This design comes from an exercise in tuning for small area, a short achievable clock period and few clock cycles per item on the open sky130 flow, not from production work.
Function was checked by simulation only, so behaviour that the tests miss may differ from the original.

## flow/design.v (module list and top-level ports; edited modules follow where they fit)
// module shot_unit: 4616 lines
module shot_unit (
  input  wire        clk,
  input  wire        rst,
  input  wire        in_valid,
  output wire        in_ready,
  input  wire [7:0]  p00,
  input  wire [7:0]  p10,
  input  wire [7:0]  p01,
  input  wire [7:0]  p11,
  input  wire [5:0]  fx,
  input  wire [5:0]  fy,
  input  wire [15:0] f_pix,
  input  wire [7:0]  nominal,
  input  wire [16:0] s_x,
  input  wire [5:0]  l_x,
  input  wire [4:0]  rank,
  input  wire [3:0]  rho_in,
  input  wire [15:0] gain,
  input  wire [3:0]  state,
  input  wire        blank,
  output wire        out_valid,
  output wire [7:0]  code,
  output wire [3:0]  rho_out,
  output wire        rho_we,
  output wire [31:0] loss,
  output wire        sat,
  output wire        missed,
  output wire        stuck_over
);
  // ...
==> flow/flow/run.sh <==
#!/bin/bash
# Layout flow: the standard synthesis, then popt2.py (picks the polarity of
# each full adder, xor, mux and half adder, and swaps cells for complements, so that fewer
# inverters are needed; every register is kept as synthesized), then the standard flow's
# standard layout with sky130_fd_sc_hd__buf_1 as the port buffer.
# Each tool's output goes to a log file of its own in the work folder.
set -euo pipefail
cd "$(dirname "$0")/.."
W=$(pwd)
R=$W/orfs/results/${FLOW_PLATFORM:-sky130hd}/shot_unit/base
bash standard.sh synth > synth.log 2>&1
cp "$R/1_2_yosys.v" "$R/1_2_yosys_std.v"
python3 flow/popt2.py "$R/1_2_yosys_std.v" "$R/1_2_yosys.v" > popt.log 2>&1
BUFFER_PORTS_ARGS="-buffer_cell sky130_fd_sc_hd__buf_1" bash standard.sh finish > layout.log 2>&1
==> flow/standard.sh <==
#!/bin/bash
# synth_recipe.tcl (not shown) runs the flow's synth.tcl, then flattens the netlist and writes it again
# the make line also repeats each setting of config.mk as NAME=value (left out here)
make -C /OpenROAD-flow-scripts/flow DESIGN_CONFIG=/design/flow/config.mk WORK_HOME=/design/flow/orfs CLKGATE_MAP_FILE= SYNTH_SCRIPT=/design/flow/synth_recipe.tcl "${@:-finish}"
==> flow/config.mk <==
export PLATFORM = sky130hd
export DESIGN_NAME = shot_unit
export DESIGN_NICKNAME = shot_unit
export VERILOG_FILES = /design/flow/design.v
export SDC_FILE = /design/flow/constraint.sdc
export NUM_CORES = 4
export LEC_CHECK = 0
export ABC_AREA = 1
export CAP_MARGIN = 20
export CORE_MARGIN = 2
export CORE_UTILIZATION = 40
export CTS_BUF_LIST = sky130_fd_sc_hd__clkbuf_8
export CTS_CLUSTER_DIAMETER = 60
export CTS_CLUSTER_SIZE = 20
export SLEW_MARGIN = 20
==> flow/constraint.sdc <==
create_clock -name core_clock -period 300.0 [get_ports {clk}]
set_input_delay 60.0000 -clock core_clock [delete_from_list [all_inputs] [get_ports {clk}]]
set_output_delay 60.0000 -clock core_clock [all_outputs]
set_load 0.01 [all_outputs]
Not shown: flow/flow/popt2.py
==> qor.yml, run 1 <==
crit_buf_inv: 1
placed_cell_area_um2: 39300
cts_resized: 0
cts.clk_slew.worst_paths_ps: 110
pre_cts_ws_ps: 239390
worst-slew-pin-transition_ps: 1100
ant_nets: 0
reg_top3: "o (40), c2_w (24), s_q (17)"
dr.pass1.iters: 7
num-clock-buffers: 28
holdPathEnd: "c2_f[0]"
nNonClkBuffers: 242
ios: 174
hold_depth: 0
ctsRootBufferMaster: "clkbuf_8"
final_cell_mix: "fa_1 (829), nand2_1 (690), inv_1 (316), dfxtp_1 (262), o22ai_1 (230)"
numCtsBuffers: 28
critPathMaxFanout: 9
grt_use_met2_pct: 34.5
fin_skew_ps: 29.9
rr_endpoint: "c1_R[0]"
inverters: 316
rr_startpoint: "n_q[2]"
crit_end: "loss[26]"
nFillCells: 9174
synth.net_count: 4876
dp.cells: 5105
tns_ps: 0
largest_register_ff_count: 40
largest_cell_class: "multi-input gates"
outcome: "no timing/DRC/antenna violations"
max_freq_mhz: 16.3
Testbench counts, summed over its fixed seeds: cycles 24,032, items 24,000.
==> inputs of run 2 (changes only) <==
--- a/flow/design.v
+++ b/flow/design.v
@@ -23,49 +23,46 @@
   output wire [3:0]  rho_out,
   output wire        rho_we,
   output wire [31:0] loss,
   output wire        sat,
   output wire        missed,
   output wire        stuck_over
 );
   assign in_ready = 1'b1;
+  wire live_in = (state == 4'd0) && (gain >= 16'h0400) && (gain <= 16'h7800);
   reg [7:0]  p00_q, p10_q, p01_q, p11_q;
   reg [5:0]  fx_q, fy_q;
   reg [15:0] f_q;
   reg [7:0]  n_q;
   reg [16:0] s_q;
   reg [5:0]  l_q;
   reg [4:0]  j_q;
   reg [3:0]  rho_q;
-  reg [15:0] g_q;
-  reg [3:0]  st_q;
-  reg        bl_q;
+  reg [14:0] g_q;
+  reg        shoot_q, missed_q;
   reg [3:0] v_q;
   always @(posedge clk) begin
     p00_q <= p00; p10_q <= p10; p01_q <= p01; p11_q <= p11;
     fx_q  <= fx;  fy_q  <= fy;
     f_q   <= f_pix;
     n_q   <= nominal;
     s_q   <= s_x;
     l_q   <= l_x;
     j_q   <= rank;
     rho_q <= rho_in;
-    g_q   <= gain;
-    st_q  <= state;
-    bl_q  <= blank;
+    g_q   <= gain[14:0];
+    shoot_q  <= live_in && !blank;
+    missed_q <= live_in && blank;
   end
   always @(posedge clk) begin
     if (rst) v_q <= 4'd0;
     else     v_q <= {v_q[2:0], in_valid};
   end
   assign out_valid = v_q[3];
-  wire live1   = (st_q == 4'd0) && (g_q >= 16'h0400) && (g_q <= 16'h7800);
-  wire shoot1  = live1 && !bl_q;
-  wire missed1 = live1 && bl_q;
   wire n0 = fx_q[0] ? p10_q[0] : p00_q[0];
   wire n1 = fx_q[0] ? p10_q[1] : p00_q[1];
   wire n2 = fx_q[0] ? p10_q[2] : p00_q[2];
   wire n3 = fx_q[0] ? p10_q[3] : p00_q[3];
   wire n4 = fx_q[0] ? p10_q[4] : p00_q[4];
   wire n5 = fx_q[0] ? p10_q[5] : p00_q[5];
   wire n6 = fx_q[0] ? p10_q[6] : p00_q[6];
   wire n7 = fx_q[0] ? p10_q[7] : p00_q[7];
@@ -2934,17 +2931,17 @@
   wire n2870 = n2797 & n2868;
   wire n2871 = n2799 ^ n2870;
   wire n2872 = n2799 & n2870;
   wire n2873 = n2863 | n2865;
   wire n2874 = n2873 | n2867;
   wire n2875 = n2874 | n2869;
   wire n2876 = n2875 | n2871;
   wire n2877 = ~n2876;
-  wire n2878 = n2877 & shoot1;
+  wire n2878 = n2877 & shoot_q;
   wire n2879 = n2829 ^ n2648;
   wire n2880 = n2829 & n2648;
   wire n2881 = n2831 ^ n2650 ^ n2880;
   wire n2882 = (n2831 & n2650) | (n2831 & n2880) | (n2650 & n2880);
   wire n2883 = n2833 ^ n2652 ^ n2882;
   wire n2884 = (n2833 & n2652) | (n2833 & n2882) | (n2652 & n2882);
   wire n2885 = n2835 ^ n2654 ^ n2884;
   wire n2886 = (n2835 & n2654) | (n2835 & n2884) | (n2654 & n2884);
@@ -4515,18 +4512,18 @@
     c1_G[7] <= g_q[7];
     c1_G[8] <= g_q[8];
     c1_G[9] <= g_q[9];
     c1_G[10] <= g_q[10];
     c1_G[11] <= g_q[11];
     c1_G[12] <= g_q[12];
     c1_G[13] <= g_q[13];
     c1_G[14] <= g_q[14];
-    c1_f[0] <= shoot1;
-    c1_f[1] <= missed1;
+    c1_f[0] <= shoot_q;
+    c1_f[1] <= missed_q;
     c1_f[2] <= n2878;
     c2_w[0] <= n3370;
     c2_w[1] <= n3372;
     c2_w[2] <= n3374;
     c2_w[3] <= n3376;
     c2_w[4] <= n3378;
     c2_w[5] <= n3380;
     c2_w[6] <= n3382;
==> flow/config.mk (replaced) <==
export PLATFORM = sky130hd
export DESIGN_NAME = shot_unit
export DESIGN_NICKNAME = shot_unit
export VERILOG_FILES = /design/flow/design.v
export SDC_FILE = /design/flow/constraint.sdc
export NUM_CORES = 4
export LEC_CHECK = 0
export ABC_AREA = 1
export CAP_MARGIN = 0
export CORE_MARGIN = 2
export CORE_UTILIZATION = 40
export CTS_BUF_LIST = sky130_fd_sc_hd__clkbuf_8
export CTS_CLUSTER_DIAMETER = 60
export CTS_CLUSTER_SIZE = 20
export SLEW_MARGIN = 0
==> qor.yml, run 2 <==
final_net_count: 4929  # was 4940
rsz0062_at_grt: "no"  # unchanged
worst-slew-pin-transition_ps: 1150  # was 1100 ps
antenna_found_initial: 1  # was 2
drc: 0  # unchanged
setup_viol: 0  # unchanged
slew-limit-headroom_pct: 23.0  # was 26.6%
ios: 174  # unchanged
drive_gt1_share_pct: 5.20  # was 5.43%
critPathMaxFanout: 9  # unchanged
placed_cell_area_um2: 38800  # was 39300 um2
outcome: "no timing/DRC/antenna violations"  # unchanged
crit_buf_inv: 1  # unchanged
worstSetupStartpointType: "flop"  # unchanged
hold_violations: 0  # unchanged
cts_tree: "yes"  # unchanged
core_area_um2: 91400  # was 93000 um2
routed_via_density: 5.15  # was 5.09
max_freq_mhz: 16.3  # about the same
overflow: 0  # unchanged
drv_cap: 0  # unchanged
grt_pass1_vias: 27822  # was 27.6k
fin_crit_ps: 61340  # was 61330 ps
htreeDepth: 1  # unchanged
grt_max_degree: 33  # unchanged
r2r_slack_ps: 245220  # was 245440 ps
route.met3.wl_um: 5150  # was 4820 um
top_register: "o"  # unchanged
arrival_ps: 1340  # was 1330 ps
place.gp.congestion: 0.867  # was 0.841
final_cells: 5093  # was 5160
netlist_area_um2: 36800  # was 37400 um2
reg_top3: "o (40), c2_w (24), s_q (17)"  # unchanged
syn_inst: 3810  # was 3817
fin_skew_ps: 47.5  # was 29.9 ps
tns_ps: 0  # unchanged
cts_resized: 0  # unchanged
rows: 111  # was 112
slowest_delay_ps: 450  # about the same
final_common_cell: "fa_1"  # unchanged
cp.required_ps: 240000  # about the same
highest-signal-layer: "met4"  # was met5
route.met2.wl_um: 45000  # was 45400 um
ctsRootBufferMaster: "clkbuf_8"  # unchanged
wirelength_um: 90400  # was 91600 um
final_area_um2: 39500  # was 40000 um2
die_y_um: 307  # was 310 um
dp.cells: 5040  # was 5105
cts.clk_slew.worst_paths_ps: 110  # about the same
syn_avg_cell_area_um2: 9.67  # was 9.80 um2
track_usage_pct: 19.9  # about the same
postCtsHoldBufs: 0  # unchanged
fin_util_pct: 43.2  # was 43.0%
largest_register_ff_count: 40  # unchanged
worst-setup-path-type: "flop to output pin"  # unchanged
ant_nets: 0  # unchanged
cts_setup_buffers: 0  # unchanged
wl_met1_um: 37700  # was 39000 um
slowest_stage: "dfxtp_1"  # unchanged
worstSkewPairLatency_ps: 700  # was 720 ps
ys_warn_count: 1  # unchanged
hpwl_um: 72100  # was 72800 um
fin_crit_sh_pct: 20.4  # about the same
port-buffer-count: 172  # unchanged
slew_violations: 0  # unchanged
synth.net_count: 4855  # was 4876
hp-class: "flop to flop"  # unchanged
worstPathCellList: "buf_1"  # unchanged
grt_pass1_wl_um: 151000  # was 152000 um
crit_family: "flip-flops"  # unchanged
endpoint_kind: "output pin"  # unchanged
cts.sink_count: 259  # was 263
numCtsBuffers: 28  # unchanged
clockBufferDepth: 3  # unchanged
dr.first_iter.drc_count: 1589  # was 1605
dr.pass1.iters: 6  # was 7
initial_core_util_pct: 40.3  # was 40.2%
avgRoutedWirePerCell_um: 17.7  # about the same
syn2layout_area_growth_pct: 7.25  # was 6.97%
final_cell_mix: "fa_1 (829), nand2_1 (806), inv_1 (292), dfxtp_1 (259), o22ai_1 (233)"  # was fa_1 (829), nand2_1 (690), inv_1 (316), dfxtp_1 (262), o22ai_1 (230)
dieArea_um2: 94500  # was 96000 um2
num_vias: 26232  # was 26.3k
die_w_um: 307  # was 310 um
-- run 2: worst paths after layout --
check	from	end	depth (start not counted)
worst min register to register	rho_q[2]	c1_rho[2]	0
worst min-delay path	rho_q[2]	c1_rho[2]	0
worst max-delay path	o[35]	loss[28]	1
worst max register to register	fx_q[1]	c1_R[1]	152
-- run 2: cell type report --
type / count / area [um2]
Tap cell: 1186 / 1480
Clock buffer: 30 / 413
Inverter: 292 / 1100
Sequential cell: 259 / 5180
Clock inverter: 20 / 320
Antenna cell: 3 / 7.51
Fill cell: 9005 / 51900
Multi-Input combinational cell: 3056 / 29800
Timing Repair Buffer: 247 / 1210
-- run 2: stage by stage --
step                worst slack (ps)  hold slack [ps]
detailed placement            238800              312
global route                  238510              343
floorplan                     239240              310
global placement              238830              312
finish                        238660              330
CTS                           238560              336
-- run 2: routing by layer --
layer | GRT usage [%] | up-vias
li1 | - | 12228
met1 | 25.9 | 13155
met2 | 34.5 | 706
met3 | 2.87 | 143
met4 | 5.68 | 0
met5 | 0 | -
-- run 2: worst reg2reg max path: cells and delay by family, from the launching register on --
kind / cells / cell delay, ps
AO/OA/AOI/OAI: 19 / 5180
XOR/XNOR: 4 / 890
adder cells (fa/ha/maj): 115 / 45340
buffers and inverters: 6 / 970
flip-flops: 1 / 1020
AND/OR/NAND/NOR: 8 / 1260
Testbench counts of run 2, summed over its fixed seeds: cycles 24,032, items 24,000.
==> inputs of run 3 (changes only) <==
--- a/flow/config.mk
+++ b/flow/config.mk
@@ -8,3 +8,3 @@
 export ABC_AREA = 1
-export CAP_MARGIN = 0
+export CAP_MARGIN = 20
 export CORE_MARGIN = 2
@@ -14,2 +14,2 @@
 export CTS_CLUSTER_SIZE = 20
-export SLEW_MARGIN = 0
+export SLEW_MARGIN = 20
==> qor.yml, run 3 <==
drv_cap: 0  # unchanged
core_area_um2: 91400  # unchanged
fin_crit_ps: 61340  # unchanged
final_common_cell: "fa_1"  # unchanged
ctsRootBufferMaster: "clkbuf_8"  # unchanged
tns_ps: 0  # unchanged
setup_viol: 0  # unchanged
slowest_stage: "dfxtp_1"  # unchanged
wirelength_um: 90300  # was 90400 um
worst-slew-pin-transition_ps: 1010  # was 1150 ps
routed_via_density: 5.15  # about the same
synth.net_count: 4855  # unchanged
rows: 111  # unchanged
cts_resized: 0  # unchanged
worstSetupStartpointType: "flop"  # unchanged
final_net_count: 4929  # unchanged
grt_pass1_vias: 27822  # unchanged
initial_core_util_pct: 40.3  # unchanged
dieArea_um2: 94500  # unchanged
ios: 174  # unchanged
placed_cell_area_um2: 38800  # unchanged
largest_register_ff_count: 40  # unchanged
cp.required_ps: 240000  # about the same
slew_violations: 0  # unchanged
dr.first_iter.drc_count: 1589  # unchanged
hpwl_um: 72100  # unchanged
max_freq_mhz: 16.3  # unchanged
final_cell_mix: "fa_1 (829), nand2_1 (806), inv_1 (292), dfxtp_1 (257), o22ai_1 (233)"  # was fa_1 (829), nand2_1 (806), inv_1 (292), dfxtp_1 (259), o22ai_1 (233)
cts_setup_buffers: 0  # unchanged
r2r_slack_ps: 245330  # was 245220 ps
top_register: "o"  # unchanged
antenna_found_initial: 1  # unchanged
postCtsHoldBufs: 0  # unchanged
endpoint_kind: "output pin"  # unchanged
ant_nets: 0  # unchanged
grt_pass1_wl_um: 151000  # unchanged
drive_gt1_share_pct: 5.25  # was 5.20%
fin_util_pct: 43.2  # about the same
fin_skew_ps: 47.5  # about the same
num_vias: 26224  # about the same
avgRoutedWirePerCell_um: 17.7  # about the same
rsz0062_at_grt: "no"  # unchanged
netlist_area_um2: 36800  # unchanged
outcome: "no timing/DRC/antenna violations"  # unchanged
worstPathCellList: "buf_1"  # unchanged
track_usage_pct: 19.9  # unchanged
final_area_um2: 39500  # about the same
port-buffer-count: 172  # unchanged
fin_crit_sh_pct: 20.4  # unchanged
cts.sink_count: 259  # unchanged
slowest_delay_ps: 450  # about the same
hold_violations: 0  # unchanged
place.gp.congestion: 0.867  # unchanged
htreeDepth: 1  # unchanged
numCtsBuffers: 28  # unchanged
worst-setup-path-type: "flop to output pin"  # unchanged
ys_warn_count: 1  # unchanged
clockBufferDepth: 3  # unchanged
syn_avg_cell_area_um2: 9.67  # unchanged
syn_inst: 3810  # unchanged
syn2layout_area_growth_pct: 7.26  # was 7.25%
grt_max_degree: 33  # unchanged
dr.pass1.iters: 5  # was 6
arrival_ps: 1340  # about the same
worstSkewPairLatency_ps: 700  # about the same
critPathMaxFanout: 9  # unchanged
cts_tree: "yes"  # unchanged
slew-limit-headroom_pct: 32.4  # was 23.0%
die_y_um: 307  # unchanged
hp-class: "flop to flop"  # unchanged
overflow: 0  # unchanged
drc: 0  # unchanged
crit_buf_inv: 1  # unchanged
cts.clk_slew.worst_paths_ps: 110  # about the same
die_w_um: 307  # unchanged
crit_family: "flip-flops"  # unchanged
reg_top3: "o (40), c2_w (24), s_q (17)"  # unchanged
[run 3: metrics by stage]
step	setup slack (ps)	hold slack (ps)	std cells
2_1_floorplan	239240	310	3810
3_3_place_gp	238830	312	5040
3_5_place_dp	238800	312	5040
4_1_cts	238560	336	5090
5_1_grt	238510	343	5093
6_report	238660	330	5093
[run 3: layout make-up]
class | instances | area (um2)
antenna | 3 | 7.51
clock buffer | 30 | 413
clock inverter | 20 | 320
fill | 9005 | 51900
inverter | 292 | 1100
multi-input combinational | 3056 | 29800
sequential | 259 | 5190
tap | 1186 | 1480
timing repair buffer | 247 | 1210
[run 3: path summary, 6_finish.rpt]
check / startpoint / to / cells past startpoint
setup / recovery: o[35] / loss[28] / 1
hold / removal: rho_q[2] / c1_rho[2] / 0
setup reg to reg: n_q[2] / c1_R[1] / 153
hold reg to reg: rho_q[2] / c1_rho[2] / 0
[run 3: layer usage]
layer  up-vias  wire, um  track usage, %
met4         0      2580            5.68
met1     13154     37600            25.9
met2       702     45000            34.5
met5         -         0               0
met3       141      5140            2.87
li1      12227         -               -
==> inputs of run 4 (changes only) <==
--- a/flow/flow/run.sh
+++ b/flow/flow/run.sh
@@ -1,3 +1,3 @@
 #!/bin/bash
-# Layout flow: the standard synthesis, then popt2.py (picks the polarity of
+# Layout flow: the standard synthesis, then popt3.py (picks the polarity of
 # each full adder, xor, mux and half adder, and swaps cells for complements, so that fewer
@@ -12,3 +12,3 @@
 cp "$R/1_2_yosys.v" "$R/1_2_yosys_std.v"
-python3 flow/popt2.py "$R/1_2_yosys_std.v" "$R/1_2_yosys.v" > popt.log 2>&1
+python3 flow/popt3.py "$R/1_2_yosys_std.v" "$R/1_2_yosys.v" > popt.log 2>&1
 BUFFER_PORTS_ARGS="-buffer_cell sky130_fd_sc_hd__buf_1" bash standard.sh finish > layout.log 2>&1
==> flow/flow/popt3.py (new file) <==
#!/usr/bin/env python3
"""Polarity assignment for a flat sky130hd netlist, to need fewer inverters.

Every signal can be made available in either polarity; an inverter is needed
for a signal only when some input pin wants the polarity its driver does not
make. This pass chooses, cell by cell, among equivalent ways to implement the
cell that differ in the polarities they read and make:
  - fa, maj3: self-dual, so all inputs and outputs may be inverted together;
  - xor2/xnor2/xor3/xnor3: take either polarity of any input, make either
    polarity (swapping xor and xnor);
  - ha: kept, or split into an xor/xnor for the sum and a 2-input gate
    (and2, nand2, nor2, or2, nor2b, nand2b) for the carry;
  - mux2/mux2i: both data inputs and the output may be inverted together;
  - any single-output cell of up to four inputs: any library cell that computes
    the same function with some of its inputs and/or its output inverted
    (and2 -> nand2, nor2 with inverted inputs, a21oi -> a21o, ...).
The choice is made by a greedy descent from a few starting points (one that
makes the connections between self-dual cells agree), then simulated annealing.
Flip-flops and every other cell are kept as they are. Inverters are then
rebuilt: at most one per signal.

usage: popt3.py IN.v OUT.v
"""
import os
import random
import re
import sys

OUT_PINS = {"X", "Y", "Q", "Q_N", "SUM", "COUT", "HI", "LO"}
P = "sky130_fd_sc_hd__"
INV_RE = re.compile(r"^sky130_fd_sc_hd__(clk)?inv_\d+$")
LIB = os.environ.get("FLOW_HOME", "/OpenROAD-flow-scripts/flow") + \
    "/platforms/sky130hd/lib/sky130_fd_sc_hd__tt_025C_1v80.lib"
SKIP = re.compile(r"lpflow|probe|clk|dly|conb|dfx|dfr|dfs|dfb|dl|edf|sdf|sed|einv|ebuf|tap|"
                  r"fill|decap|diode|macro|fa_|ha_|fah|maj3|mux2|xor|xnor")


def liberty(path):
    txt = open(path).read()
    cells = {}
    for m in re.finditer(r"\n\s*cell\s*\(\s*\"?(sky130_fd_sc_hd__\w+)\"?\s*\)\s*\{", txt):
        name = m.group(1)
        start = m.end()
        depth = 1
        i = start
        while depth:
            c = txt[i]
            if c == "{":
                depth += 1
            elif c == "}":
                depth -= 1
            i += 1
        body = txt[start:i]
        am = re.search(r"\barea\s*:\s*([\d.]+)", body)
        area = float(am.group(1)) if am else 0.0
        ins, outs = [], []
        for pm in re.finditer(r"\bpin\s*\(\s*\"?(\w+)\"?\s*\)\s*\{", body):
            pname = pm.group(1)
            seg = body[pm.end():pm.end() + 4000]
            dm = re.search(r"direction\s*:\s*\"?(\w+)", seg)
            cut = seg.find("timing")
            fm = re.search(r'function\s*:\s*"([^"]*)"', seg[:cut if cut >= 0 else 4000])
            if dm and dm.group(1) == "input":
                ins.append(pname)
            elif dm and dm.group(1) == "output":
                outs.append((pname, fm.group(1) if fm else None))
        cells[name] = (area, ins, outs)
    return cells


def truth(func, ins):
    tt = 0
    terms = [t.strip().strip("()") for t in func.split("|")]
    for v in range(1 << len(ins)):
        env = {p: (v >> k) & 1 for k, p in enumerate(ins)}
        val = 0
        for t in terms:
            ok = 1
            for lit in t.split("&"):
                lit = lit.strip()
                if lit.startswith("!"):
                    if env[lit[1:]]:
                        ok = 0
                elif not env[lit]:
                    ok = 0
            if ok:
                val = 1
                break
        tt |= val << v
    return tt


def complements(cells):
    info = {}
    for name, (area, ins, outs) in cells.items():
        short = name[len(P):]
        if len(outs) != 1 or outs[0][1] is None or not ins:
            continue
        if SKIP.search(short) or short.startswith(("inv", "buf")):
            continue
        f = outs[0][1]
        if "+" in f or "VPWR" in f:
            continue
        ins_s = tuple(sorted(ins))
        try:
            tt = truth(f, list(ins_s))
        except Exception:
            continue
        info[name] = (area, ins_s, outs[0][0], tt)
    bykey = {}
    for name, (area, ins, op, tt) in info.items():
        bykey.setdefault((ins, tt), []).append(name)
    comp = {}
    for name, (area, ins, op, tt) in info.items():
        full = (1 << (1 << len(ins))) - 1
        cands = bykey.get((ins, tt ^ full), [])
        if not cands:
            continue
        drive = name.rsplit("_", 1)[1]
        same = [c for c in cands if c.rsplit("_", 1)[1] == drive]
        pick = same[0] if same else min(cands, key=lambda c: info[c][0])
        comp[name] = (pick, info[pick][2], info[pick][0])
    return comp


def parse(path):
    txt = open(path).read()
    cell_re = re.compile(r"^\s*(sky130_fd_sc_hd__\w+)\s+(\S+)\s*\((.*?)\);\s*$", re.S | re.M)
    cells = []
    first = last = None
    for cm in cell_re.finditer(txt):
        if first is None:
            first = cm.start()
        last = cm.end()
        typ, name, body = cm.group(1), cm.group(2), cm.group(3)
        pins = []
        for pm in re.finditer(r"\.(\w+)\(\s*(.*?)\s*\)\s*(,|$)", body, re.S):
            pins.append((pm.group(1), pm.group(2).strip()))
        cells.append([typ, name, pins])
    header = txt[:first]
    trailer = txt[last:]
    if "assign" in header or "assign" in trailer:
        raise SystemExit("netlist has assign statements; not handled")
    return header, cells, trailer


def npn_table(cells):
    """(k inputs, truth table over positions 0..k-1) -> list of (area, cell, pins by
    position, out pin) for single-output combinational cells with 1..4 inputs."""
    import itertools
    tab = {}
    for name, (area, ins, outs) in cells.items():
        short = name[len(P):]
        if len(outs) != 1 or outs[0][1] is None or not (1 <= len(ins) <= 4):
            continue
        if SKIP.search(short) or short.startswith(("inv", "buf")):
            continue
        f = outs[0][1]
        if "+" in f or "VPWR" in f:
            continue
        try:
            tt0 = truth(f, list(ins))
        except Exception:
            continue
        k = len(ins)
        for perm in itertools.permutations(range(k)):
            # cell pin ins[j] reads position perm[j]
            tt = 0
            for v in range(1 << k):
                u = 0
                for j in range(k):
                    if (v >> perm[j]) & 1:
                        u |= 1 << j
                if (tt0 >> u) & 1:
                    tt |= 1 << v
            bypos = [None] * k
            for j in range(k):
                bypos[perm[j]] = ins[j]
            tab.setdefault((k, tt), []).append((area, name, tuple(bypos), outs[0][0]))
    for key in tab:
        tab[key].sort()
    return tab


CARRY = {  # (pa, pb, pc) -> (type, pin for a, pin for b, out pin)
    (0, 0, 0): ("and2_1", "A", "B", "X"),
    (0, 0, 1): ("nand2_1", "A", "B", "Y"),
    (1, 1, 0): ("nor2_1", "A", "B", "Y"),
    (1, 1, 1): ("or2_1", "A", "B", "X"),
    (1, 0, 0): ("nor2b_1", "A", "B_N", "Y"),
    (1, 0, 1): ("nand2b_1", "A_N", "B", "Y"),
    (0, 1, 0): ("nor2b_1", "B_N", "A", "Y"),
    (0, 1, 1): ("nand2b_1", "B", "A_N", "Y"),
}


def main():
    inp, outp = sys.argv[1], sys.argv[2]
    header, cells, trailer = parse(inp)
    lib = liberty(LIB)
    area = {n: v[0] for n, v in lib.items()}
    comp = complements(lib)
    npn = npn_table(lib)
    A_INV = area[P + "inv_1"]

    inv_in = {}
    for ci, (typ, name, pins) in enumerate(cells):
        if INV_RE.match(typ):
            d = dict(pins)
            inv_in[d["Y"]] = d["A"]

    def base(n):
        par = 0
        for _ in range(1000):
            if n not in inv_in:
                return n, par
            n = inv_in[n]
            par ^= 1
        raise SystemExit("inverter loop")

    out_ports = set()
    for m in re.finditer(r"^\s*output\s+(\[(\d+):(\d+)\]\s*)?([\w\\\[\]$.]+)\s*;", header, re.M):
        nm = m.group(4)
        if m.group(1):
            hi, lo = int(m.group(2)), int(m.group(3))
            for i in range(min(hi, lo), max(hi, lo) + 1):
                out_ports.add("%s[%d]" % (nm, i))
        else:
            out_ports.add(nm)
    for n in out_ports:
        if n in inv_in:
            raise SystemExit("output port driven by an inverter; not handled")

    # loads and outputs per cell
    loads = []          # [ci, pin index, base, orig parity]
    cin = {}
    cout = {}
    for ci, (typ, name, pins) in enumerate(cells):
        if INV_RE.match(typ):
            continue
        cin[ci] = []
        cout[ci] = []
        for pi, (p, n) in enumerate(pins):
            if not n:
                continue
            if p in OUT_PINS:
                cout[ci].append((pi, n))
            else:
                b, par = base(n)
                cin[ci].append(len(loads))
                loads.append([ci, pi, b, par])

    # options per cell: list of (area, reqmode per input load (0/1/'F'), prod per output, tag)
    opts = {}
    for ci, (typ, name, pins) in enumerate(cells):
        if ci not in cin:
            continue
        short = typ[len(P):]
        nin = len(cin[ci])
        nout = len(cout[ci])
        a0 = area.get(typ, 0.0)
        touches_port = any(n in out_ports for _, n in cout[ci])
        o = [(a0, (0,) * nin, (0,) * nout, ("keep",))]
        if touches_port:
            pass
        elif re.match(r"fa_\d+$", short) or re.match(r"maj3_\d+$", short):
            o.append((a0, (1,) * nin, (1,) * nout, ("keep",)))
        elif re.match(r"x(n)?or[23]_\d+$", short) and nout == 1:
            o = [(a0, ("F",) * nin, (0,), ("xor",)), (a0, ("F",) * nin, (1,), ("xor",))]
        elif re.match(r"ha_\d+$", short):
            pn = [p for p, _ in pins]
            # input order in cin follows pin order; outputs: COUT, SUM in pin order
            outs = [p for pi, n in cout[ci] for p in [pins[pi][0]]]
            for (pa, pb, pc), (ct, _, _, _) in CARRY.items():
                for ps in (0, 1):
                    ar = area[P + "xor2_1"] + area[P + ct]
                    req = []
                    for li in cin[ci]:
                        pin = pins[loads[li][1]][0]
                        req.append(pa if pin == "A" else pb)
                    prod = tuple(pc if p == "COUT" else ps for p in outs)
                    o.append((ar, tuple(req), prod, ("ha", pa, pb, pc, ps)))
        elif re.match(r"mux2i?_\d+$", short):
            reqd = tuple(1 if pins[loads[li][1]][0] in ("A0", "A1") else 0 for li in cin[ci])
            o.append((a0, reqd, (1,), ("keep",)))
            if typ in comp:
                ct, cop, ca = comp[typ]
                o.append((ca, (0,) * nin, (1,), ("comp",)))
                o.append((ca, reqd, (0,), ("comp",)))
        elif nout == 1 and typ in lib and 1 <= nin <= 4 and not SKIP.search(short) \
                and not short.startswith(("inv", "buf")):
            ins_pins = [pins[loads[li][1]][0] for li in cin[ci]]
            f = lib[typ][2][0][1]
            if f and "+" not in f and "VPWR" not in f and set(ins_pins) == set(lib[typ][1]):
                tt0 = truth(f, ins_pins)   # position k = load cin[ci][k]
                seen = {}
                for m in range(1 << nin):
                    for oneg in (0, 1):
                        if m == 0 and oneg == 0:
                            continue
                        tt = 0
                        for v in range(1 << nin):
                            if ((tt0 >> (v ^ m)) & 1) ^ oneg:
                                tt |= 1 << v
                        cands = npn.get((nin, tt))
                        if not cands:
                            continue
                        ar, ct, bypos, op = cands[0]
                        req = tuple((m >> k) & 1 for k in range(nin))
                        o.append((ar, req, (oneg,), ("npn", ct, bypos, op)))
        opts[ci] = o

    cur = {ci: 0 for ci in opts}
    cnt = {}
    prod = {}

    def req_of(li, mode):
        return "F" if mode == "F" else loads[li][3] ^ mode

    for ci in opts:
        for k, li in enumerate(cin[ci]):
            r = req_of(li, opts[ci][0][1][k])
            b = loads[li][2]
            cnt.setdefault(b, [0, 0])
            if r != "F":
                cnt[b][r] += 1
        for pi, n in cout[ci]:
            cnt.setdefault(n, [0, 0])
    for b in cnt:
        prod[b] = 0

    def need(b):
        return 1 if cnt[b][1 - prod[b]] > 0 else 0

    def apply(ci, new):
        old = cur[ci]
        if old == new:
            return
        oo, no = opts[ci][old], opts[ci][new]
        for k, li in enumerate(cin[ci]):
            b = loads[li][2]
            r0 = req_of(li, oo[1][k])
            r1 = req_of(li, no[1][k])
            if r0 != "F":
                cnt[b][r0] -= 1
            if r1 != "F":
                cnt[b][r1] += 1
        for k, (pi, n) in enumerate(cout[ci]):
            prod[n] = no[2][k]
        cur[ci] = new

    def affected(ci):
        s = set(loads[li][2] for li in cin[ci])
        s.update(n for _, n in cout[ci])
        return s

    aff = {ci: affected(ci) for ci in opts}

    def local(ci):
        return sum(need(b) for b in aff[ci]) * A_INV + opts[ci][cur[ci]][0]

    def total():
        return sum(need(b) for b in cnt) * A_INV + sum(opts[ci][cur[ci]][0] for ci in opts)

    c0 = total()
    rng = random.Random(1)
    multi = [ci for ci in opts if len(opts[ci]) > 1]
    best_total = c0
    best = dict(cur)
    # self-dual cells (option 1 = everything inverted): make the connections
    # between them agree first, by a union-find with parities
    sd = [ci for ci in opts if len(opts[ci]) == 2 and opts[ci][1][1] == (1,) * len(cin[ci])
          and opts[ci][1][2] == (1,) * len(cout[ci])]
    sdset = set(sd)
    drv_sd = {}
    for ci in sd:
        for _, n in cout[ci]:
            drv_sd[n] = ci
    parent = {ci: ci for ci in sd}
    par = {ci: 0 for ci in sd}

    def find(x):
        p = 0
        while parent[x] != x:
            p ^= par[x]
            x = parent[x]
        return x, p

    def uf_init():
        for ci in sd:
            parent[ci] = ci
            par[ci] = 0
        order = list(range(len(loads)))
        rng.shuffle(order)
        for li in order:
            ci, pi, b, r = loads[li]
            if ci not in sdset or b not in drv_sd:
                continue
            u = drv_sd[b]
            ru, pu = find(u)
            rc, pc = find(ci)
            if ru != rc:
                parent[rc] = ru
                par[rc] = pu ^ pc ^ r
        for ci in sd:
            root, p = find(ci)
            apply(ci, p)

    for rnd in range(6):
        if rnd % 2 == 0:
            uf_init()
        for it in range(40):
            rng.shuffle(multi)
            improved = 0
            for ci in multi:
                start = cur[ci]
                base_cost = local(ci)
                choice, cost = start, base_cost
                ties = []
                for k in range(len(opts[ci])):
                    if k == start:
                        continue
                    apply(ci, k)
                    c = local(ci)
                    if c < cost - 1e-9:
                        choice, cost = k, c
                        ties = []
                    elif abs(c - cost) < 1e-9:
                        ties.append(k)
                    apply(ci, start)
                if choice != start:
                    apply(ci, choice)
                    improved += 1
                elif ties and rng.random() < 0.5:
                    apply(ci, rng.choice(ties))
            if improved == 0 and it > 6:
                break
        t = total()
        if t < best_total - 1e-9:
            best_total = t
            best = dict(cur)
        # perturb: random moves, then descend again
        for ci in rng.sample(multi, max(1, len(multi) // 20)):
            apply(ci, rng.randrange(len(opts[ci])))
    for ci in opts:
        apply(ci, best[ci])
    # simulated annealing from the best point
    import math
    cur_total = total()
    moves = int(os.environ.get("POPT_MOVES", "300000"))
    T0, T1 = 3.0, 0.05
    for step in range(moves):
        T = T0 * (T1 / T0) ** (step / max(1, moves - 1))
        ci = multi[rng.randrange(len(multi))]
        start = cur[ci]
        k = rng.randrange(len(opts[ci]) - 1)
        if k >= start:
            k += 1
        before = local(ci)
        apply(ci, k)
        after = local(ci)
        d = after - before
        if d <= 0 or rng.random() < math.exp(-d / T):
            cur_total += d
            if cur_total < best_total - 1e-9:
                best_total = cur_total
                best = dict(cur) if step % 1 == 0 else best
        else:
            apply(ci, start)
    for ci in opts:
        apply(ci, best[ci])
    # final greedy descent
    for it in range(20):
        improved = 0
        for ci in multi:
            start = cur[ci]
            cost = local(ci)
            choice = start
            for k in range(len(opts[ci])):
                if k == start:
                    continue
                apply(ci, k)
                c = local(ci)
                if c < cost - 1e-9:
                    choice, cost = k, c
                apply(ci, start)
            if choice != start:
                apply(ci, choice)
                improved += 1
        if not improved:
            break
    c1 = total()

    # ---- rebuild
    newnets = []
    pol_net = {}
    counter = [0]

    def netname(b, pol):
        key = (b, pol)
        if key not in pol_net:
            if pol == 0:
                pol_net[key] = b
            else:
                nm = "popt_w%d" % counter[0]
                counter[0] += 1
                newnets.append(nm)
                pol_net[key] = nm
        return pol_net[key]

    def q(n):
        return (n + " ") if n.startswith("\\") else n

    def sub(name, suffix):
        if name.startswith("\\"):
            return name.rstrip() + suffix
        return name + suffix

    out_cells = []
    for ci, (typ, name, pins) in enumerate(cells):
        if INV_RE.match(typ):
            continue
        if ci not in opts:
            out_cells.append((typ, name, [(p, n) for p, n in pins]))
            continue
        ar, reqm, prods, tag = opts[ci][cur[ci]]
        loadreq = {}
        for k, li in enumerate(cin[ci]):
            loadreq[loads[li][1]] = req_of(li, reqm[k])
        outprod = {pi: prods[k] for k, (pi, n) in enumerate(cout[ci])}
        if tag[0] in ("keep", "comp"):
            t = typ
            if tag[0] == "comp":
                t = comp[typ][0]
            newpins = []
            for pi, (p, n) in enumerate(pins):
                if not n:
                    newpins.append((p, n))
                elif p in OUT_PINS:
                    pn = comp[typ][1] if tag[0] == "comp" else p
                    newpins.append((pn, netname(n, outprod[pi])))
                else:
                    b = [loads[li][2] for li in cin[ci] if loads[li][1] == pi][0]
                    newpins.append((p, netname(b, loadreq[pi])))
            out_cells.append((t, name, newpins))
        elif tag[0] == "npn":
            _, ct, bypos, op = tag
            newpins = []
            for k, li in enumerate(cin[ci]):
                b = loads[li][2]
                newpins.append((bypos[k], netname(b, loadreq[loads[li][1]])))
            (opi, on), = cout[ci]
            newpins.append((op, netname(on, outprod[opi])))
            out_cells.append((ct, name, newpins))
        elif tag[0] == "xor":
            k = 1 if re.match(r"xnor", typ[len(P):]) else 0
            newpins = []
            for li in cin[ci]:
                b = loads[li][2]
                k ^= prod[b] ^ loads[li][3]
                newpins.append((pins[loads[li][1]][0], netname(b, prod[b])))
            (opi, on), = cout[ci]
            k ^= outprod[opi]
            n3 = len(cin[ci]) == 3
            if n3:
                t = P + ("xnor3_1" if k else "xor3_1")
                op = "X"
            else:
                t = P + ("xnor2_1" if k else "xor2_1")
                op = "Y" if k else "X"
            newpins.append((op, netname(on, outprod[opi])))
            out_cells.append((t, name, newpins))
        elif tag[0] == "ha":
            _, pa, pb, pc, ps = tag
            ins = {}
            for li in cin[ci]:
                ins[pins[loads[li][1]][0]] = li
            la, lb = ins["A"], ins["B"]
            outs = {pins[pi][0]: (pi, n) for pi, n in cout[ci]}
            # sum: xor of whatever polarity is made
            k = 0
            sp = []
            for pin, li in (("A", la), ("B", lb)):
                b = loads[li][2]
                k ^= prod[b] ^ loads[li][3]
                sp.append((pin, netname(b, prod[b])))
            if "SUM" in outs:
                spi, sn = outs["SUM"]
                k ^= outprod[spi]
                t = P + ("xnor2_1" if k else "xor2_1")
                sp.append(("Y" if k else "X", netname(sn, outprod[spi])))
                out_cells.append((t, sub(name, "_s"), sp))
            if "COUT" in outs:
                cpi, cn = outs["COUT"]
                ct, pina, pinb, pout = CARRY[(pa, pb, pc)]
                cp = [(pina, netname(loads[la][2], loadreq[loads[la][1]])),
                      (pinb, netname(loads[lb][2], loadreq[loads[lb][1]])),
                      (pout, netname(cn, outprod[cpi]))]
                out_cells.append((P + ct, sub(name, "_c"), cp))
    invs = []
    for b in sorted(cnt):
        p = prod.get(b, 0)
        if cnt[b][1 - p] > 0:
            invs.append((netname(b, p), netname(b, 1 - p)))
    hdr = header
    decl = "".join("  wire %s;\n" % n for n in newnets)
    pos = hdr.rfind(";")
    pos = hdr.find("\n", pos) + 1
    hdr = hdr[:pos] + decl + hdr[pos:]
    lines = [hdr]
    for t, name, pins in out_cells:
        body = ",\n".join("    .%s(%s)" % (p, q(n) if n else "") for p, n in pins)
        lines.append("  %s %s (\n%s\n  );\n" % (t, name if not name.startswith("\\") else name.rstrip() + " ", body))
    for i, (a, y) in enumerate(invs):
        lines.append("  %sinv_1 popt_inv%d (\n    .A(%s),\n    .Y(%s)\n  );\n" % (P, i, q(a), q(y)))
    lines.append(trailer)
    open(outp, "w").write("".join(lines))
    n_inv_before = sum(1 for c in cells if INV_RE.match(c[0]))
    kinds = {}
    for ci in opts:
        tg = opts[ci][cur[ci]][3][0]
        if cur[ci]:
            kinds[tg] = kinds.get(tg, 0) + 1
    print("popt3: %d cells with choices; changed %s; inverters %d -> %d; cost %.1f -> %.1f um2"
          % (len(multi), kinds, n_inv_before, len(invs), c0, c1))


if __name__ == "__main__":
    main()
removed: flow/flow/popt2.py
==> qor.yml, run 4 <==
outcome: "no timing/DRC/antenna violations"  # unchanged
routed_via_density: 5.17  # was 5.15
wirelength_um: 91300  # was 90300 um
htreeDepth: 1  # unchanged
hold_violations: 0  # unchanged
port-buffer-count: 172  # unchanged
die_w_um: 307  # about the same
overflow: 0  # unchanged
largest_register_ff_count: 40  # unchanged
fin_crit_sh_pct: 20.4  # about the same
cts_resized: 0  # unchanged
top_register: "o"  # unchanged
core_area_um2: 91400  # unchanged
fin_skew_ps: 27.2  # was 47.5 ps
synth.net_count: 4819  # was 4855
slew_violations: 0  # unchanged
fin_crit_ps: 61310  # was 61340 ps
hp-class: "flop to flop"  # unchanged
cts.sink_count: 259  # unchanged
grt_pass1_vias: 27856  # was 27.8k
slew-limit-headroom_pct: 30.9  # was 32.4%
slowest_delay_ps: 470  # was 450 ps
worstPathCellList: "buf_1"  # unchanged
cts_tree: "yes"  # unchanged
crit_family: "flip-flops"  # unchanged
setup_viol: 0  # unchanged
numCtsBuffers: 26  # was 28
arrival_ps: 1310  # was 1340 ps
nFillCells: 8947  # was 9005
ios: 174  # unchanged
reg_top3: "o (40), c2_w (24), s_q (17)"  # unchanged
slowest_stage: "dfxtp_1"  # unchanged
worst-setup-path-type: "flop to output pin"  # unchanged
antenna_found_initial: 2  # was 1
ys_warn_count: 1  # unchanged
pre_cts_ws_ps: 238790  # was 238800 ps
netlist_area_um2: 36800  # about the same
ctsRootBufferMaster: "clkbuf_8"  # unchanged
fin_util_pct: 43.1  # was 43.2%
avgRoutedWirePerCell_um: 18.1  # was 17.7 um
syn2layout_area_growth_pct: 7.18  # was 7.26%
ant_nets: 0  # unchanged
track_usage_pct: 20.0  # was 19.9%
critPathMaxFanout: 9  # unchanged
drive_gt1_share_pct: 4.14  # was 5.25%
grt_pass1_wl_um: 151000  # about the same
hpwl_um: 72300  # was 72100 um
cts.clk_slew.worst_paths_ps: 100  # was 110 ps
cp.required_ps: 240000  # about the same
worstSkewPairLatency_ps: 670  # was 700 ps
grt_max_degree: 33  # unchanged
final_cell_mix: "fa_1 (829), nand2_1 (778), dfxtp_1 (258), inv_1 (256), o22ai_1 (233)"  # was fa_1 (829), nand2_1 (806), inv_1 (292), dfxtp_1 (257), o22ai_1 (233)
dieArea_um2: 94300  # was 94500 um2
tns_ps: 0  # unchanged
rsz0062_at_grt: "no"  # unchanged
syn_avg_cell_area_um2: 9.75  # was 9.67 um2
drc: 0  # unchanged
final_net_count: 4897  # was 4929
rows: 111  # unchanged
worstSetupStartpointType: "flop"  # unchanged
dr.pass1.iters: 5  # unchanged
syn_inst: 3770  # was 3810
place.gp.congestion: 0.856  # was 0.867
fin_ws_ps: 238690  # was 238660 ps
num_vias: 26157  # about the same
max_freq_mhz: 16.3  # about the same
clockBufferDepth: 3  # unchanged
cts_setup_buffers: 0  # unchanged
initial_core_util_pct: 40.2  # was 40.3%
worst-slew-pin-transition_ps: 1040  # was 1010 ps
endpoint_kind: "output pin"  # unchanged
crit_buf_inv: 1  # unchanged
drv_cap: 0  # unchanged
postCtsHoldBufs: 0  # unchanged
dr.first_iter.drc_count: 1614  # was 1589
die_y_um: 307  # about the same
final_common_cell: "fa_1"  # unchanged
[run 4: cell types whose count changed in the layout (fill, tap and decap cells not counted), moves of 11 or more]
cell      delta
nand2b_1    +46
nor2b_1     +19
and2_0      +21
nand2_1     -28
nor2_1      -18
nand3b_1    +11
inv_1       -36
nand2_2     -15
[run 4: per-layer routing]
layer | global-route usage, % | up-vias | share of wire [%]
met2 | 35.3 | 713 | 51
met4 | 5.66 | 4 | 2.6
met5 | 0 | - | 0.026
met1 | 25.8 | 13135 | 42
met3 | 2.36 | 137 | 4.9
li1 | - | 12168 | -
[run 4: cell type report]
class                           count  area, um2  share of cell area [%]
Antenna cell                        1       2.50                 0.00635
Clock buffer                       28        385                   0.978
Clock inverter                     20        289                   0.734
Inverter                          254        953                    2.42
Multi-Input combinational cell   3054      29800                    75.7
Sequential cell                   259       5190                    13.2
Tap cell                         1186       1480                    3.77
Timing Repair Buffer              253       1250                    3.18
[run 4: worst paths after layout]
| path | cells after the start | slack [ps] | start | to |
|---|---|---|---|---|
| min reg2reg | 0 | 330 | c1_G[10] | c2_G[10] |
| min | 0 | 330 | c1_G[10] | c2_G[10] |
| max reg2reg | 150 | 244560 | fx_q[1] | c1_R[2] |
| max | 1 | 238690 | o[35] | loss[25] |
[run 4: through the flow]
stage	hold slack [ps]	area, um2	std cells
after global routing	337	39400	5055
final	333	39400	5055
after floorplan	310	36800	3770
after detailed placement	312	38700	5006
after CTS	336	39400	5054
after global placement	313	38700	5006

==> static timing again, ports no longer ideal <==
The flow's constraints put no driver on any port. The routed layouts listed below were extracted and timed again, unchanged, in two steps. Step 1 sets driving cells, clkbuf_16 on the clock port and buf_2 on the other inputs (assumed; they add their load-dependent delay and slew). Step 2 adds t to the input delays and takes it off the output delays; t is the mean of the earliest and latest rising clock arrival at the registers after step 1. Input paths then give back, and output paths get back, about the clock's delay inside the block. a / b / c = ideal / step 1 / step 2; a / b = the first two.
| run | t (ns) | slack for setup (ns) | hold slack, ns | clock arrival spread, ns |
|---|---|---|---|---|
| run 1 | 0.770 | 238.672 / 238.604 / 239.373 | 0.320 / 0.320 / 0.320 | 0.038 / 0.039 |
| run 2 | 0.743 | 238.658 / 238.591 / 238.906 | 0.330 / 0.330 / 0.330 | 0.059 / 0.058 |
| run 3 | 0.743 | 238.658 / 238.591 / 238.906 | 0.330 / 0.330 / 0.330 | 0.059 / 0.058 |
| run 4 | 0.720 | 238.689 / 238.627 / 238.871 | 0.333 / 0.333 / 0.333 | 0.031 / 0.031 |
After both steps every run listed still meets setup and hold.
